Source: an optimization exercise on an open RTL-to-GDS flow (aim: small area, a short achievable clock period and few clock cycles per item). Production flows keep margins and buffers that such runs may drop.
Only simulation tests tie the RTL to the original design; equivalence was not proved.

==> flow/design.v, too long to show whole: its modules and the start of the top module <==
// module flit_rx_check: 1149 lines
module flit_rx_check (
  input  wire        clk,
  input  wire        rst,
  input  wire        in_valid,
  output wire        in_ready,
  input  wire [63:0] in_data,
  output wire        out_valid,
  input  wire        out_ready,
  output wire [63:0] out_data,
  output wire        out_last,
  output wire        out_fec_fail,
  output wire        out_crc_fail
);
  // ...
==> flow/flow/run.sh <==
#!/bin/bash
# Layout flow: the standard layout (standard.sh, its synthesis, floorplan,
# power grid, placement, CTS and routing unchanged), with two changes to how
# the layout is optimised:
#  - timing repair aims at a 7.5 ns clock period (setup margin 22.5 ns on the
#    30 ns constraint), so gates on the long paths are sized and buffered;
#  - the port buffers are buf_4 cells instead of the delay buffer the flow
#    picks by default.
# The constraints (constraint.sdc) are not changed. make's output goes to
# make_finish.log; each ORFS step logs to orfs/logs/.
set -euo pipefail
bash standard.sh SETUP_SLACK_MARGIN=22.5 "BUFFER_PORTS_ARGS=-buffer_cell sky130_fd_sc_hd__buf_4" finish > make_finish.log 2>&1
==> flow/standard.sh <==
#!/bin/bash
# synth_recipe.tcl (not shown) runs the flow's synth.tcl, then flattens the netlist and writes it again
# the make line also repeats each setting of config.mk as NAME=value (left out here)
make -C /OpenROAD-flow-scripts/flow DESIGN_CONFIG=/design/flow/config.mk WORK_HOME=/design/flow/orfs CLKGATE_MAP_FILE= SYNTH_SCRIPT=/design/flow/synth_recipe.tcl "${@:-finish}"
==> flow/config.mk <==
export PLATFORM = sky130hd
export DESIGN_NAME = flit_rx_check
export DESIGN_NICKNAME = flit_rx_check
export VERILOG_FILES = /design/flow/design.v
export SDC_FILE = /design/flow/constraint.sdc
export NUM_CORES = 8
export LEC_CHECK = 0
export CAP_MARGIN = 20
export CORE_MARGIN = 2
export CORE_UTILIZATION = 50
export CTS_CLUSTER_DIAMETER = 60
export CTS_CLUSTER_SIZE = 30
export SLEW_MARGIN = 20
==> flow/constraint.sdc <==
create_clock -name core_clock -period 30.0 [get_ports {clk}]
set_input_delay 6.0000 -clock core_clock [delete_from_list [all_inputs] [get_ports {clk}]]
set_output_delay 6.0000 -clock core_clock [all_outputs]
set_load 0.01 [all_outputs]
==> reports/qor.csv, run 1 <==
stage;metric;value;unit
critical_path;ff2ff_setup_slack;22.81;ns
finish;drive_gt1_frac;0.0982;
global_route;met2_usage;0.391;
finish;nNetsFinal;7737;
clock_tree;cts_tree;done;
critical_path;critPathKind;reg -> out;
critical_path;critical-path-slowest-cell;dfxtp_4;
critical_path;start_kind;register;
synth;netlist.area_leader.share;0.534;
critical_path;crit_family;flip-flops;
sta;setup-violations-final;0;
placed_design;place.gp.congestion;1.00;
finish;mostFrequentLayoutCells;dfxtp_1 (2,452), xnor2_1 (1,506), nand2_1 (767);
route;ant_nets;0;
sta;rsz0062_at_grt;no;
worst_hold_path;hold_path_end;ring[7][60];
route;routed_wl;243000;µm
synth;synth_compound_area_frac;0.0293;
floorplanning;die_w;438;µm
critical_path;path_cells;buf_4;
synth;synth-simple-area-share;0.0616;
synth;ys_top_cells_by_count;dfxtp_1 (2,513), xnor2_1 (1,542), nand2_1 (769);
run_status;run_status;timing/DRC/antenna clean;
critical_path;slowest_delay;0.43;ns
floorplanning;taps;2495;
floorplanning;dieArea;192000;µm²
finish;layout_commonest_cell;dfxtp_1;
route;drc;0;
sta;finalSetupTns;0;ns
sta;fin_crit;7.45;ns
sta;hold_viol;0;
route;wl_per_cell;23.8;µm
finish;area_growth;11.3;%
route;dr.max_layer_used;met5;
finish;num-nonclk-buffers;300;
floorplanning;std_cell_rows;159;
route;viasPerCell;4.92;
synth;syn_inst;7386;
finish;largest_register;ring;
synth;syn_area;94200;µm²
Testbench counts, summed over its fixed seeds: cycles 16,680, flits 512.
==> run 2: changes to the inputs <==
--- a/flow/design.v
+++ b/flow/design.v
@@ -71,76 +71,40 @@
       lm_pt[2] = x[4] ^ x[5];
       lm_pt[3] = x[3] ^ x[4] ^ x[6];
       lm_pt[4] = x[4] ^ x[7];
       lm_pt[5] = x[1] ^ x[3] ^ x[4];
       lm_pt[6] = x[2] ^ x[5] ^ x[6];
       lm_pt[7] = x[5];
     end
   endfunction
-  function automatic [7:0] lm_a85(input [7:0] x);
-    begin
-      lm_a85[0] = x[0] ^ x[1] ^ x[2] ^ x[5] ^ x[6] ^ x[7];
-      lm_a85[1] = x[0] ^ x[2] ^ x[4];
-      lm_a85[2] = x[0] ^ x[1] ^ x[4] ^ x[7];
-      lm_a85[3] = x[1] ^ x[2] ^ x[3] ^ x[5];
-      lm_a85[4] = x[0] ^ x[1] ^ x[3] ^ x[5] ^ x[6];
-      lm_a85[5] = x[5] ^ x[6];
-      lm_a85[6] = x[0] ^ x[1] ^ x[6];
-      lm_a85[7] = x[0] ^ x[1] ^ x[3] ^ x[5] ^ x[7];
-    end
-  endfunction
   function automatic [7:0] lm_a84(input [7:0] x);
     begin
       lm_a84[0] = x[0] ^ x[1] ^ x[3] ^ x[5] ^ x[7];
       lm_a84[1] = x[0] ^ x[1] ^ x[2] ^ x[5] ^ x[6] ^ x[7];
       lm_a84[2] = x[1] ^ x[2] ^ x[3] ^ x[4] ^ x[5] ^ x[7];
       lm_a84[3] = x[3] ^ x[4] ^ x[5];
       lm_a84[4] = x[0] ^ x[2] ^ x[7];
       lm_a84[5] = x[0] ^ x[1] ^ x[3] ^ x[5] ^ x[6];
       lm_a84[6] = x[5] ^ x[6];
       lm_a84[7] = x[0] ^ x[1] ^ x[6];
     end
   endfunction
-  function automatic [7:0] lm_b85(input [7:0] x);
-    begin
-      lm_b85[0] = x[1] ^ x[7];
-      lm_b85[1] = x[0] ^ x[1] ^ x[2] ^ x[6] ^ x[7];
-      lm_b85[2] = x[0] ^ x[3] ^ x[5] ^ x[7];
-      lm_b85[3] = x[3] ^ x[4] ^ x[6];
-      lm_b85[4] = x[0] ^ x[1] ^ x[2] ^ x[3] ^ x[5] ^ x[6] ^ x[7];
-      lm_b85[5] = x[5] ^ x[6] ^ x[7];
-      lm_b85[6] = x[0] ^ x[3] ^ x[4] ^ x[5] ^ x[7];
-      lm_b85[7] = x[0] ^ x[1] ^ x[2] ^ x[3] ^ x[4] ^ x[5];
-    end
-  endfunction
   function automatic [7:0] lm_b84(input [7:0] x);
     begin
       lm_b84[0] = x[0] ^ x[3] ^ x[4] ^ x[5] ^ x[7];
       lm_b84[1] = x[0] ^ x[1] ^ x[2] ^ x[3] ^ x[4] ^ x[5];
       lm_b84[2] = x[0] ^ x[1] ^ x[3] ^ x[4] ^ x[5];
       lm_b84[3] = x[0] ^ x[6];
       lm_b84[4] = x[0] ^ x[1] ^ x[2] ^ x[3] ^ x[5];
       lm_b84[5] = x[0] ^ x[1] ^ x[2] ^ x[5] ^ x[6];
       lm_b84[6] = x[0] ^ x[1] ^ x[2] ^ x[3] ^ x[5] ^ x[6] ^ x[7];
       lm_b84[7] = x[5] ^ x[6] ^ x[7];
     end
   endfunction
-  function automatic [7:0] lm_g85(input [7:0] x);
-    begin
-      lm_g85[0] = x[1] ^ x[7];
-      lm_g85[1] = x[0] ^ x[1] ^ x[2] ^ x[6] ^ x[7];
-      lm_g85[2] = x[0] ^ x[3] ^ x[5] ^ x[7];
-      lm_g85[3] = x[3] ^ x[4] ^ x[6];
-      lm_g85[4] = x[0] ^ x[1] ^ x[2] ^ x[3] ^ x[5] ^ x[6] ^ x[7];
-      lm_g85[5] = x[5] ^ x[6] ^ x[7];
-      lm_g85[6] = x[0] ^ x[3] ^ x[4] ^ x[5] ^ x[7];
-      lm_g85[7] = x[0] ^ x[1] ^ x[2] ^ x[3] ^ x[4] ^ x[5];
-    end
-  endfunction
   function automatic [7:0] lm_g84(input [7:0] x);
     begin
       lm_g84[0] = x[0] ^ x[1] ^ x[2] ^ x[6] ^ x[7];
       lm_g84[1] = x[0] ^ x[1] ^ x[3] ^ x[5];
       lm_g84[2] = x[1] ^ x[3] ^ x[4] ^ x[6] ^ x[7];
       lm_g84[3] = x[0] ^ x[2] ^ x[3] ^ x[5] ^ x[6];
       lm_g84[4] = x[5] ^ x[6] ^ x[7];
       lm_g84[5] = x[0] ^ x[3] ^ x[4] ^ x[5] ^ x[7];
@@ -155,16 +119,52 @@
       lm_tp[2] = x[1] ^ x[3] ^ x[4] ^ x[5];
       lm_tp[3] = x[1] ^ x[2] ^ x[4] ^ x[5] ^ x[6];
       lm_tp[4] = x[2] ^ x[7];
       lm_tp[5] = x[7];
       lm_tp[6] = x[1] ^ x[3] ^ x[4] ^ x[5] ^ x[6] ^ x[7];
       lm_tp[7] = x[2] ^ x[4] ^ x[7];
     end
   endfunction
+  function automatic [7:0] lm_m1(input [7:0] x);
+    begin
+      lm_m1[0] = x[1];
+      lm_m1[1] = x[0] ^ x[2];
+      lm_m1[2] = x[0] ^ x[3];
+      lm_m1[3] = x[0] ^ x[4];
+      lm_m1[4] = x[5];
+      lm_m1[5] = x[6];
+      lm_m1[6] = x[7];
+      lm_m1[7] = x[0];
+    end
+  endfunction
+  function automatic [7:0] lm_m2(input [7:0] x);
+    begin
+      lm_m2[0] = x[0] ^ x[2];
+      lm_m2[1] = x[0] ^ x[1] ^ x[3];
+      lm_m2[2] = x[0] ^ x[1] ^ x[4];
+      lm_m2[3] = x[1] ^ x[5];
+      lm_m2[4] = x[6];
+      lm_m2[5] = x[7];
+      lm_m2[6] = x[0];
+      lm_m2[7] = x[1];
+    end
+  endfunction
+  function automatic [7:0] lm_p1(input [7:0] x);
+    begin
+      lm_p1[0] = x[7];
+      lm_p1[1] = x[0];
+      lm_p1[2] = x[1] ^ x[7];
+      lm_p1[3] = x[2] ^ x[7];
+      lm_p1[4] = x[3] ^ x[7];
+      lm_p1[5] = x[4];
+      lm_p1[6] = x[5];
+      lm_p1[7] = x[6];
+    end
+  endfunction
   reg  [63:0] ring [0:L-1];
   reg  [5:0]  wdist;      
   reg  [5:0]  rdist;      
   reg  [5:0]  occ;        
   reg  [4:0]  wbeat;      
   reg  [4:0]  rbeat;      
   reg         in_rdy_q;
   reg         rd_ok;      
@@ -448,19 +448,20 @@
                      gf16_mul(b_num1[7:4], b_num1[3:0]) ^ gf16_mul(b_num1[3:0], b_num1[3:0]);
   wire [3:0] b_ni  = gf16_inv(b_n);
   wire [7:0] b_dc  = tmul(b_det, {b_num1[7:4], b_num1[3:0] ^ b_num1[7:4]});
   wire [7:0] b_r   = {gf16_mul(b_dc[7:4], b_ni), gf16_mul(b_dc[3:0], b_ni)};
   wire [7:0] b_e   = tmul(b_s0, b_r);
   wire [7:0] b_f   = tmul(b_s1, b_r) ^ b_s0;
   wire [7:0] b_l1  = b_two ? b_num1 : b_s1;
   wire [7:0] n_l0  = lm_tp(b_two ? b_det : b_s0);
-  wire [7:0] n_a   = b_c0 ? lm_a85(b_l1) : lm_a84(b_l1);
-  wire [7:0] n_b   = b_c0 ? lm_b85(b_num2) : lm_b84(b_num2);
-  wire [7:0] n_g   = b_c0 ? lm_g85(b_e) : lm_g84(b_e);
+  wire [7:0] n_a84 = lm_a84(b_l1), n_b84 = lm_b84(b_num2), n_g84 = lm_g84(b_e);
+  wire [7:0] n_a   = b_c0 ? lm_m1(n_a84) : n_a84;
+  wire [7:0] n_b   = b_c0 ? lm_m2(n_b84) : n_b84;
+  wire [7:0] n_g   = b_c0 ? lm_p1(n_g84) : n_g84;
   wire [7:0] n_f   = lm_tp(b_f);
   wire [1:0] n_mode = b_two ? 2'd2 : (b_one ? ((b_s0 == 8'h00 || b_num1 != 8'h00) ? 2'd3 : 2'd1) : 2'd0);
   wire [41:0] n_out = {n_mode, n_f, n_g, n_b, n_a, n_l0};
   reg  [41:0] pend [0:1];
   reg  [1:0]  pend_v;
   always @(posedge clk) begin
     if (b_v && !b_c[1]) pend[b_c[0]] <= n_out;
   end
==> flow/flow/run.sh (replaced) <==
#!/bin/bash
# Layout flow: the standard layout (standard.sh: its synthesis, floorplan,
# power grid, placement, CTS and routing), with changes only to how the
# layout is optimised:
#  - timing repair aims at a 7.5 ns clock period (setup margin 22.5 ns on the
#    30 ns constraint), so gates on the long paths are sized and buffered;
#  - the port buffers are buf_4 cells instead of the delay buffer the flow
#    picks by default;
#  - clock tree: sinks clustered in groups of up to 30 within 90 um, and no
#    dummy loads.
# The constraints (constraint.sdc) are not changed. make's output goes to
# make_finish.log; each ORFS step logs to orfs/logs/.
set -euo pipefail
bash standard.sh SETUP_SLACK_MARGIN=22.5 \
  "BUFFER_PORTS_ARGS=-buffer_cell sky130_fd_sc_hd__buf_4" \
  "CTS_ARGS=-sink_clustering_enable -repair_clock_nets -sink_clustering_size 30 -sink_clustering_max_diameter 90 -dont_use_dummy_load" \
  finish > make_finish.log 2>&1
==> flow/config.mk (replaced) <==
export PLATFORM = sky130hd
export DESIGN_NAME = flit_rx_check
export DESIGN_NICKNAME = flit_rx_check
export VERILOG_FILES = /design/flow/design.v
export SDC_FILE = /design/flow/constraint.sdc
export NUM_CORES = 8
export LEC_CHECK = 0
export CAP_MARGIN = 20
export CORE_MARGIN = 2
export CORE_UTILIZATION = 50
export SLEW_MARGIN = 20
==> run 2 against run 1 <==
  * Wire length down 2.1%
  * Final cell count down 1.9%
  * Via count down 2.0%
  * Die area down 0.66%
  * Critical path type unchanged
  * Critical endpoint is now out_data[35]
==> reports/qor.csv, run 2 <==
stage;metric;value;unit;change
worst_hold_path;hp-start;ring[18][14];;was ring[8][60]
synth;postSynthAreaPerCell;12.7;µm²;was 12.8 µm²
placed_design;dp_hpwl;177000;µm;was 180,000 µm
sta;tightest_slew;1.13;ns;was 1.22 ns
global_route;grt_pass1_wl;338000;µm;was 342,000 µm
route;wl_per_cell;23.7;µm;was 23.8 µm
finish;top_regs;ring: 2368 flops, chs: 132 flops, syn: 96 flops;;unchanged
route;viasPerCell;4.91;;was 4.92
route;dr.first_iter.drc_count;4051;;was 4,717
floorplanning;dieHeight;437;µm;was 438 µm
route;vias;49300;;was 50,300
global_route;grt_max_degree;97;;was 92
synth;synthArstFlopShare;0;;unchanged
finish;area_growth;8.84;%;was 11.3%
flow_run;drv_cap;0;;unchanged
synth;netlist.area_leader.share;0.538;;was 0.534
finish;largest_register;ring;;unchanged
placed_design;place.gp.congestion;0.979;;was 1.00
worst_hold_path;hp-class;reg -> reg;;unchanged
floorplanning;dieArea;191000;µm²;was 192,000 µm²
clock_tree;cts_hold_buf;0;;unchanged
critical_path;slowest_delay;0.48;ns;was 0.43 ns
route;dr.pass1.iters;6;;was 5
clock_tree;clkTransAtPathRegs;0.11;ns;was 0.10 ns
floorplanning;die_w;437;µm;was 438 µm
clock_tree;cts_tree;done;;unchanged
route;drc;0;;unchanged
critical_path;required;24.00;ns;about the same
clock_tree;clk_latency;0.82;ns;was 0.87 ns
finish;mostFrequentLayoutCells;dfxtp_1 (2,456), xnor2_1 (1,487), nand2_1 (805);;was dfxtp_1 (2,452), xnor2_1 (1,506), nand2_1 (767)
critical_path;crit_family;flip-flops;;unchanged
clock_tree;cts_root_buffer;clkbuf_16;;unchanged
critical_path;r2r_start;b_num1[7];;was b_num1[4]
run_status;run_status;timing/DRC/antenna clean;;unchanged
floorplanning;io_pins;137;;unchanged
critical_path;critPathBufInv;1;;unchanged
floorplanning;core;186000;µm²;was 188,000 µm²
synth;yosysMostFrequentCell;dfxtp_1;;unchanged
synth;synth_cell_type_count;83;;was 99
sta;slew_violations;0;;unchanged
critical_path;reg2reg_to;chs[2][38];;unchanged
worst_hold_path;hold_path_end;ring[17][14];;was ring[7][60]
synth;ys_top_cells_by_area;dfxtp_1 (54%), xnor2_1 (14%), edfxtp_1 (14%);;was dfxtp_1 (53%), xnor2_1 (14%), edfxtp_1 (13%)
global_route;grt_overflow;0;;unchanged
sta;setup-violations-final;0;;unchanged
global_route;grt.total_usage;0.247;;was 0.250
critical_path;end_kind;output port;;unchanged
global_route;grt_pass1_vias;47300;;was 47,700
synth;ys_seq_area_frac;0.673;;was 0.668
sta;finalClockSkew;0.101;ns;was 0.0956 ns
sta;rsz0062_at_grt;yes;;was no
finish;nNetsFinal;7666;;was 7,737
sta;max_slew_margin;0.244;;was 0.184
finish;fin_util;0.549;;was 0.559
sta;timing.fmax;0.134;GHz;about the same
critical_path;ff2ff_setup_slack;22.90;ns;was 22.81 ns
route;routed_wl;238000;µm;was 243,000 µm
clock_tree;cts_sinks;2934;;unchanged
route;ant_nets;0;;unchanged
placed_design;port_buffers;136;;unchanged
synth;syn_area;93600;µm²;was 94,200 µm²
synth;yosysTopAreaCell;dfxtp_1;;unchanged
synth;synthesis.nets;7466;;was 7,497
floorplanning;initial_utilization;0.504;;was 0.502
sta;hold_viol;0;;unchanged
critical_path;cp_max_fo;4;;was 3
clock_tree;numCtsBuffers;131;;was 158
critical_path;critical-path-slowest-cell;dfxtp_2;;was dfxtp_4
sta;finalCritPeriodShare;0.248;;about the same
finish;largest_reg_flops;2368;;unchanged
critical_path;path_cells;buf_4;;unchanged
worst_hold_path;whs_path_depth;0;;unchanged
synth;synth_edf_count;421;;unchanged
global_route;antenna_found_initial;27;;was 19
sta;fin_crit;7.45;ns;about the same
synth;ys.warnings.count;5;;unchanged
critical_path;rr_worst_depth;23;;was 22
critical_path;start_kind;register;;unchanged
finish;drive_gt1_frac;0.0777;;was 0.0982
floorplanning;std_cell_rows;158;;was 159
sta;finalSetupTns;0;ns;unchanged
critical_path;critPathKind;reg -> out;;unchanged
finish;fillers;15600;;about the same
synth;synth_seq_cells;2934;;unchanged
synth;ys.flop_type;dfxtp_1;;unchanged
synth;syn_inst;7355;;was 7,386
synth;ys_top_cells_by_count;dfxtp_1 (2,513), xnor2_1 (1,521), nand2_1 (809);;was dfxtp_1 (2,513), xnor2_1 (1,542), nand2_1 (769)
finish;layout_commonest_cell;dfxtp_1;;unchanged
clock_tree;htreeDepth;4;;unchanged
critical_path;crit_arrival;1.45;ns;about the same
clock_tree;clk_path_buf_depth;3;;unchanged
## run 2: cell count changes in the layout (fill, tap and decap cells not counted), moves of 17 or more
cell | before | now
buf_4 | 296 | 271
clkbuf_16 | 160 | 131
clkinv_16 | 17 | 0
dfxtp_2 | 21 | 44
dfxtp_4 | 40 | 13
nand2_1 | 767 | 805
nor2_1 | 393 | 351
o21ai_0 | 144 | 168
xnor2_1 | 1506 | 1487
xor2_1 | 608 | 586
## run 2: per-layer routing
metal,up-vias,routed length [µm],GRT usage
li1,23800,-,-
met1,24000,107000,0.336
met2,1197,111000,0.406
met3,345,10100,0.0278
met4,0,10100,0.0931
met5,-,0,0
## run 2: worst max-delay path by stage
stage / slack (ns) / cells past startpoint / from / end
2_1_floorplan: 22.24 / 4 / out_ready / chs[0][0]
4_1_cts: 22.50 / 1 / olast_q / out_last
3_3_place_gp: 20.91 / 8 / out_ready / b_num1[5]
3_5_place_dp: 20.81 / 8 / out_ready / b_num1[5]
5_1_grt: 22.50 / 8 / out_ready / b_num2[0]
6_report: 22.55 / 1 / out_q[35] / out_data[35]
## run 2: layout make-up
cell class              count  area, µm²  share of cell area
inverters                  71        282             0.00276
flip-flops and latches   2934      63100               0.619
multi-input cells        4142      30000               0.295
diodes                      6       15.0            0.000147
well taps                2480       3100              0.0305
repair buffers            274       2080              0.0204
repair inverters            1       8.76           0.0000860
clock buffers             131       3280              0.0322
## run 2: what timing repair did
item	CTS	global route
buffers inserted	8	3
cloned	4	0
resized for setup	78	10
setup endpoints to repair	235	63
## run 2: cells by family (layout without fill, tap and decap cells)
group	Yosys count	count (layout)	share of synthesized area
simple gates	1397	1400	0.0623
other cells	0	6	0
fa+ha+maj	45	45	0.00596
flops	2934	2934	0.673
buf+inv	282	477	0.0118
xor+xnor	2165	2165	0.209
compound gates	455	455	0.0293
mux	77	77	0.00858
## run 2: per-stage QoR
| step | hold WS [ns] | std cells | instance area (µm²) | setup WS [ns] |
|---|---|---|---|---|
| floorplan | 0.310 | 7355 | 93700 | 22.24 |
| global placement | 0.310 | 9887 | 98200 | 20.91 |
| detailed placement | 0.312 | 9887 | 98300 | 20.81 |
| CTS | 0.295 | 10000 | 102000 | 22.50 |
| global route | 0.291 | 10000 | 102000 | 22.50 |
| finish | 0.296 | 10000 | 102000 | 22.55 |
Testbench counts of run 2, summed over its fixed seeds: cycles 16,680, flits 512.

what the ideal ports hide:
How much do the figures lean on ideal ports? The routed layouts below were timed once more, with nothing changed but the port constraints.
Step 1, drivers: a clkbuf_16 drives clk and a buf_2 each remaining input, both assumed.
Step 2 adds t to the input delays and takes it off the output delays; t is the mean of the earliest and latest rising clock arrival at the registers after step 1. Input paths then give back, and output paths get back, about the clock's delay inside the block.
Slacks: ideal / step 1 / step 2; pairs: ideal / step 1.
run | shift t [ns] | setup slack, ns | worst setup path at the end | latest minus earliest clock arrival (ns) | pins driven straight from the clock port
run 1 | 0.909 | 22.554 / 22.467 / 21.759 | input to register | 0.098 / 0.097 | 1
run 2 | 0.860 | 22.546 / 22.456 / 21.801 | input to register | 0.121 / 0.121 | 1
After both steps every run listed still meets setup and hold. The setup slack of run 1, which loses most, moves by -0.087 ns with the drivers and by -0.795 ns with both steps.
